Background: an optimization exercise with open tools, aiming at small area and a short achievable clock period. Do not read the settings as production practice. The RTL was checked by simulation tests, not by an equivalence proof against the original design.

[design/flow/design.v]
module row_screen_cell (
  input  wire               mode,    
  input  wire [1:0]         dbits,   
  input  wire [29:0]        lvl,     
  input  wire [9:0]         t,       
  input  wire               blank,
  input  wire [29:0]        thr,    
  input  wire signed [10:0] h_in,    
  input  wire signed [10:0] c_in,    
  output reg  [3:0]         d,       
  output reg  signed [10:0] h_out,   
  output reg  signed [10:0] c_out    
);
  wire [9:0] t1 = thr[9:0];
  wire [9:0] t2 = thr[19:10];
  wire [9:0] t3 = thr[29:20];
  wire signed [12:0] u  = $signed({3'b000, t}) + c_in + h_in;
  wire        [9:0]  uc = (u < 0) ? 10'd0 : (u > 13'sd1023) ? 10'd1023 : u[9:0];
  wire        [9:0]  x  = mode ? uc : t;
  wire [13:0] m  = x * 4'd15 + {4'd0, x[9:6]};
  wire [4:0]  l4 = {1'b0, m[13:10]} + ((m[9:0] > t1) ? 5'd1 : 5'd0);
  reg  [3:0]  lev;
  always @* begin
    case (dbits)
      2'd0:    lev = {3'd0, (x > t1)};
      2'd1:    lev = {2'd0, 2'd0 + (t1 < x) + (t2 < x) + (t3 < x)};
      default: lev = (l4 > 5'd15) ? 4'd15 : l4[3:0];
    endcase
  end
  reg [9:0] v;
  always @* begin
    if (dbits == 2'd2) begin
      case (lev)
        4'd0:    v = 10'd0;
        4'd1:    v = 10'd68;
        4'd2:    v = 10'd136;
        4'd3:    v = 10'd204;
        4'd4:    v = 10'd272;
        4'd5:    v = 10'd341;
        4'd6:    v = 10'd409;
        4'd7:    v = 10'd477;
        4'd8:    v = 10'd545;
        4'd9:    v = 10'd613;
        4'd10:   v = 10'd682;
        4'd11:   v = 10'd750;
        4'd12:   v = 10'd818;
        4'd13:   v = 10'd886;
        4'd14:   v = 10'd954;
        default: v = 10'd1023;
      endcase
    end else begin
      case (lev[1:0])
        2'd0:    v = 10'd0;
        2'd1:    v = lvl[9:0];
        2'd2:    v = lvl[19:10];
        default: v = lvl[29:20];
      endcase
    end
  end
  wire signed [12:0] e  = u - $signed({3'b000, v});
  wire signed [10:0] ec = (e < -13'sd1024) ? -11'sd1024 :
                          (e > 13'sd1023)  ? 11'sd1023 : e[10:0];
  wire signed [10:0] ch = ec >>> 1;
  always @* begin
    if (blank) begin
      d     = 4'd0;
      h_out = mode ? 11'sd0 : h_in;
      c_out = 11'sd0;
    end else if (!mode) begin
      d     = lev;
      h_out = h_in;
      c_out = c_in;
    end else begin
      d     = lev;
      h_out = ec - ch;
      c_out = ch;
    end
  end
endmodule
module row_screen (
  input  wire         clk,
  input  wire         rst,         
  input  wire         in_valid,
  input  wire         in_first,    
  input  wire         in_mode,     
  input  wire [1:0]   in_dbits,    
  input  wire [29:0]  in_lvl,      
  input  wire [79:0]  in_t,        
  input  wire [7:0]   in_blank,    
  input  wire [239:0] in_cell,     
  input  wire [87:0]  in_h,        
  output reg          out_valid,
  output reg  [31:0]  out_d,       
  output reg  [87:0]  out_h        
);
  reg         r_valid;
  reg         r_first;
  reg         r_mode;
  reg [1:0]   r_dbits;
  reg [29:0]  r_lvl;
  reg [79:0]  r_t;
  reg [7:0]   r_blank;
  reg [239:0] r_cell;
  reg [87:0]  r_h;
  always @(posedge clk) begin
    if (rst) begin
      r_valid <= 1'b0;
    end else begin
      r_valid <= in_valid;
    end
    r_first <= in_first;
    r_mode  <= in_mode;
    r_dbits <= in_dbits;
    r_lvl   <= in_lvl;
    r_t     <= in_t;
    r_blank <= in_blank;
    r_cell  <= in_cell;
    r_h     <= in_h;
  end
  reg signed [10:0] carry;
  wire [98:0] cin;   
  wire        [31:0] d_next;
  wire        [87:0] h_next;
  assign cin[10:0] = r_first ? 11'sd0 : carry;
  genvar k;
  generate
    for (k = 0; k < 8; k = k + 1) begin : g_noz
      row_screen_cell u_cell (
        .mode  (r_mode),
        .dbits (r_dbits),
        .lvl   (r_lvl),
        .t     (r_t[10*k +: 10]),
        .blank (r_blank[k]),
        .thr  (r_cell[30*k +: 30]),
        .h_in  (r_h[11*k +: 11]),
        .c_in  (cin[11*k +: 11]),
        .d     (d_next[4*k +: 4]),
        .h_out (h_next[11*k +: 11]),
        .c_out (cin[11*(k+1) +: 11])
      );
    end
  endgenerate
  always @(posedge clk) begin
    if (rst) begin
      out_valid <= 1'b0;
      carry     <= 11'sd0;
    end else begin
      out_valid <= r_valid;
      if (r_valid && r_mode)
        carry <= cin[98:88];
    end
    out_d <= d_next;
    out_h <= h_next;
  end
endmodule
[design/flow/run.sh]
#!/bin/bash
# synth_recipe.tcl (not shown) runs the flow's synth.tcl, then flattens the netlist and writes it again
# the make line also repeats each setting of config.mk as NAME=value (left out here)
make -C /OpenROAD-flow-scripts/flow DESIGN_CONFIG=/design/flow/config.mk WORK_HOME=/design/flow/orfs CLKGATE_MAP_FILE= SYNTH_SCRIPT=/design/flow/synth_recipe.tcl finish
[design/flow/config.mk]
export PLATFORM = sky130hd
export DESIGN_NAME = row_screen
export DESIGN_NICKNAME = row_screen
export VERILOG_FILES = /design/flow/design.v
export SDC_FILE = /design/flow/constraint.sdc
export NUM_CORES = 4
export LEC_CHECK = 0
export CAP_MARGIN = 20
export CORE_MARGIN = 2
export CORE_UTILIZATION = 40
export SLEW_MARGIN = 20
[design/flow/constraint.sdc]
create_clock -name core_clock -period 125.0 [get_ports {clk}]
set_input_delay 25.0000 -clock core_clock [delete_from_list [all_inputs] [get_ports {clk}]]
set_output_delay 25.0000 -clock core_clock [all_outputs]
set_load 0.01 [all_outputs]
==> results.toml <==
[timing]
tightest_slew_ps = 1170
rsz0062_at_grt = "false"
setup_violations = 0
relSlewSlack_pct = 22.1
fmax_ghz = 0.00889
hold_viol = 0
period_share_pct = 90.0
drv_slew = 0
skew_ps = 53.6
setup-tns-final_ps = 0
setup_slack_ps = 12540
min_period_ps = 112460

[route]
first_iter_violations = 3365
viasPerCell = 5.57
vias = 44200
drc_errors = 0
ant_nets = 0
detail_route.wl_per_cell_um = 23.0
firstDrtPassIters = 6
wirelength_mm = 183

[yosys]
yosysTopAreaCell = "dfxtp_1"
ys_top_cells_by_area = "dfxtp_1 (23%), ha_1 (22%), fa_1 (7.0%)"
synth_top_area_share_pct = 23.2
ys_ff_latch = 583
async_reset_ff_share_pct = 0
synth_common_cells = "ha_1 (896), dfxtp_1 (583), inv_1 (530)"
synth_warnings = 2
yosysSeqAreaShare_pct = 23.2
syn_area_um2 = 50300
synthFlopType = "dfxtp_1"
synth_edf_count = 0
synth.net_count = 7154
synth.distinct_cells = 105
yosysMostFrequentCell = "ha_1"
avgSynthCellArea_um2 = 8.94
synthCells = 5629

[finish]
area_delta_synth_final_pct = 20.7
num-nets-final = 7748
finish.utilization_pct = 48.5
drive_above_1_share_pct = 5.64
layoutNonFillerInstCount = 7935

[global_routing]
grt_antenna_before_repair = 13
grt-ovfl-total = 0
grt_usage_pct = 27.7
first_global_vias = 42800
grt_max_degree = 93
grt_pass1_wl_mm = 266

[floorplanning]
die_w_um = 359
fp.coreArea_um2 = 125000
io_pins = 574
die_y_um = 359
dieArea_um2 = 129000
start_util_pct = 40.2
rows = 130

[clock_network]
clkSlewWorstSetupHoldPaths_ps = 60
postCtsSetupRepairBufs = 0
numCtsBuffers = 71
cts_hold_repair.buffers = 0
insertion_delay_ps = 730
cts.repair.resized = 0
clock_sinks = 583
htree_levels = 3
cts-root-buf = "clkbuf_16"
clockBufferDepth = 3
cts_tree = "built"

[setup_path]
cp-start-kind = "flip-flop"
cp-end-kind = "flip-flop"
path_class = "reg -> reg"
path_max_fanout = 19
slowest_delay_ps = 930
required_ps = 125540
critPathSlowestCell = "o31ai_2"
arrival_ps = 113000
crit_top_cell = "a21oi_1"
rrSetupSlack_ps = 12540

[placed_design]
gp_congestion = 0.978
dp_hpwl_mm = 150
place_ws_ps = 14310
dp_cells = 7800
portBuffers = 573

[run_status]
outcome = "timing/DRC/antenna clean"

[flow_run]
maxCapViolCount = 0

[min_path]
holdCritPathClass = "reg -> reg"
-- layout make-up --
type,count,area (µm²)
Clock buffer,91,2010
Timing Repair Buffer,662,6410
Fill cell,11900,64500
Inverter,532,2000
Sequential cell,583,11700
Tap cell,1650,2060
Multi-Input combinational cell,4373,36100
Clock inverter,35,433
Antenna cell,9,22.5
-- metrics by stage --
step                hold slack, ps  instance area, µm²
finish                         455               60700
global route                   500               60700
CTS                            455               60700
detailed placement             446               58300
global placement               440               58200
floorplan                      426               50300
-- path summary, 6_finish.rpt --
path	from	end	cells after the start
max	r_first	out_h[87]	454
min	carry[9]	carry[9]	2
max reg2reg	r_first	out_h[87]	454
min reg2reg	carry[9]	carry[9]	2
-- worst max-delay path, delay by kind of cell (launching register included) --
kind,cells,cell delay [ps]
fa+ha+maj,91,30740
xor+xnor,22,4710
flops,1,510
compound gates,225,54710
simple gates,76,15640
buf+inv,33,3570
mux,7,2330
-- layer usage --
metal  part of all wire (%)  GRT usage (%)  wire, µm
met2                     43           42.2     77700
met3                    8.4           6.18     15400
met4                    3.8           10.1      7020
met1                     45           38.1     82500
met5                 0.0060              0        11
-- cell families after synthesis --
| group | synth area share (%) |
|---|---|
| compound gates | 21.0 |
| xor+xnor | 6.51 |
| fa+ha+maj | 29.4 |
| buf+inv | 5.13 |
| flops | 23.2 |
| mux | 2.78 |
| simple gates | 12.0 |
-- cells in the final DEF (no fill, tap or decap), types with 13 or more instances in the layout --
master / synthesis / layout
nand4_1: 63 / 63
inv_1: 530 / 529
nor2_1: 335 / 334
dfxtp_1: 583 / 581
a21oi_1: 442 / 442
clkdlybuf4s50_1: 0 / 573
o21bai_1: 90 / 89
nor2b_1: 111 / 111
buf_4: 5 / 87
a211oi_1: 36 / 36
o21a_1: 66 / 66
a21o_1: 180 / 180
o31ai_1: 31 / 30
o211ai_1: 65 / 65
o22ai_1: 46 / 45
nand2b_1: 104 / 104
xor2_1: 123 / 123
a21boi_0: 47 / 37
a31oi_1: 41 / 41
a221oi_1: 16 / 16
o21ai_0: 250 / 250
or2_2: 46 / 46
o41ai_1: 17 / 17
and3_1: 23 / 23
xnor2_1: 249 / 249
o21ai_1: 13 / 13
o2bb2ai_1: 45 / 45
or3_1: 37 / 37
nor3_1: 117 / 117
nand2_1: 206 / 205
clkbuf_16: 0 / 73
a22o_1: 25 / 25
mux2_2: 32 / 32
fa_1: 176 / 176
and2_1: 31 / 31
o32ai_1: 22 / 22
ha_1: 896 / 896
nand3_1: 76 / 76
mux2i_1: 104 / 104
-- sequential cells by signal (all words and copies together) (netlist names) --
name,count
r_mode,1
r_dbits,2
r_t,80
carry,11
out_d,32
out_valid,1
r_h,88
r_blank,8
r_first,1
r_valid,1
r_cell,240
r_lvl,30
out_h,88

## static timing again, ports no longer ideal
Ports are ideal in the flow. The routed layout listed here was re-timed in OpenROAD.
Step 1, drivers: a clkbuf_16 drives clk and a buf_2 each remaining input, both assumed.
Step 2, shift: input delay + t, output delay - t, t = (earliest + latest rising clock arrival at the registers) / 2. This alone moves slack from input paths to output paths.
Slacks: ideal / step 1 / step 2; pairs: ideal / step 1.
t (ns): 0.781
slack for setup (ns): 12.538 / 12.538 / 12.538
hold WS [ns]: 0.455 / 0.455 / 0.455
slew at the worst register clock pin (ns): 0.07 / 0.07
worst data-port slew with drivers (ns): 0.16
After both steps this run still meets setup and hold. The setup slack of this run moves by 0.000 ns with the drivers and by 0.000 ns with both steps.
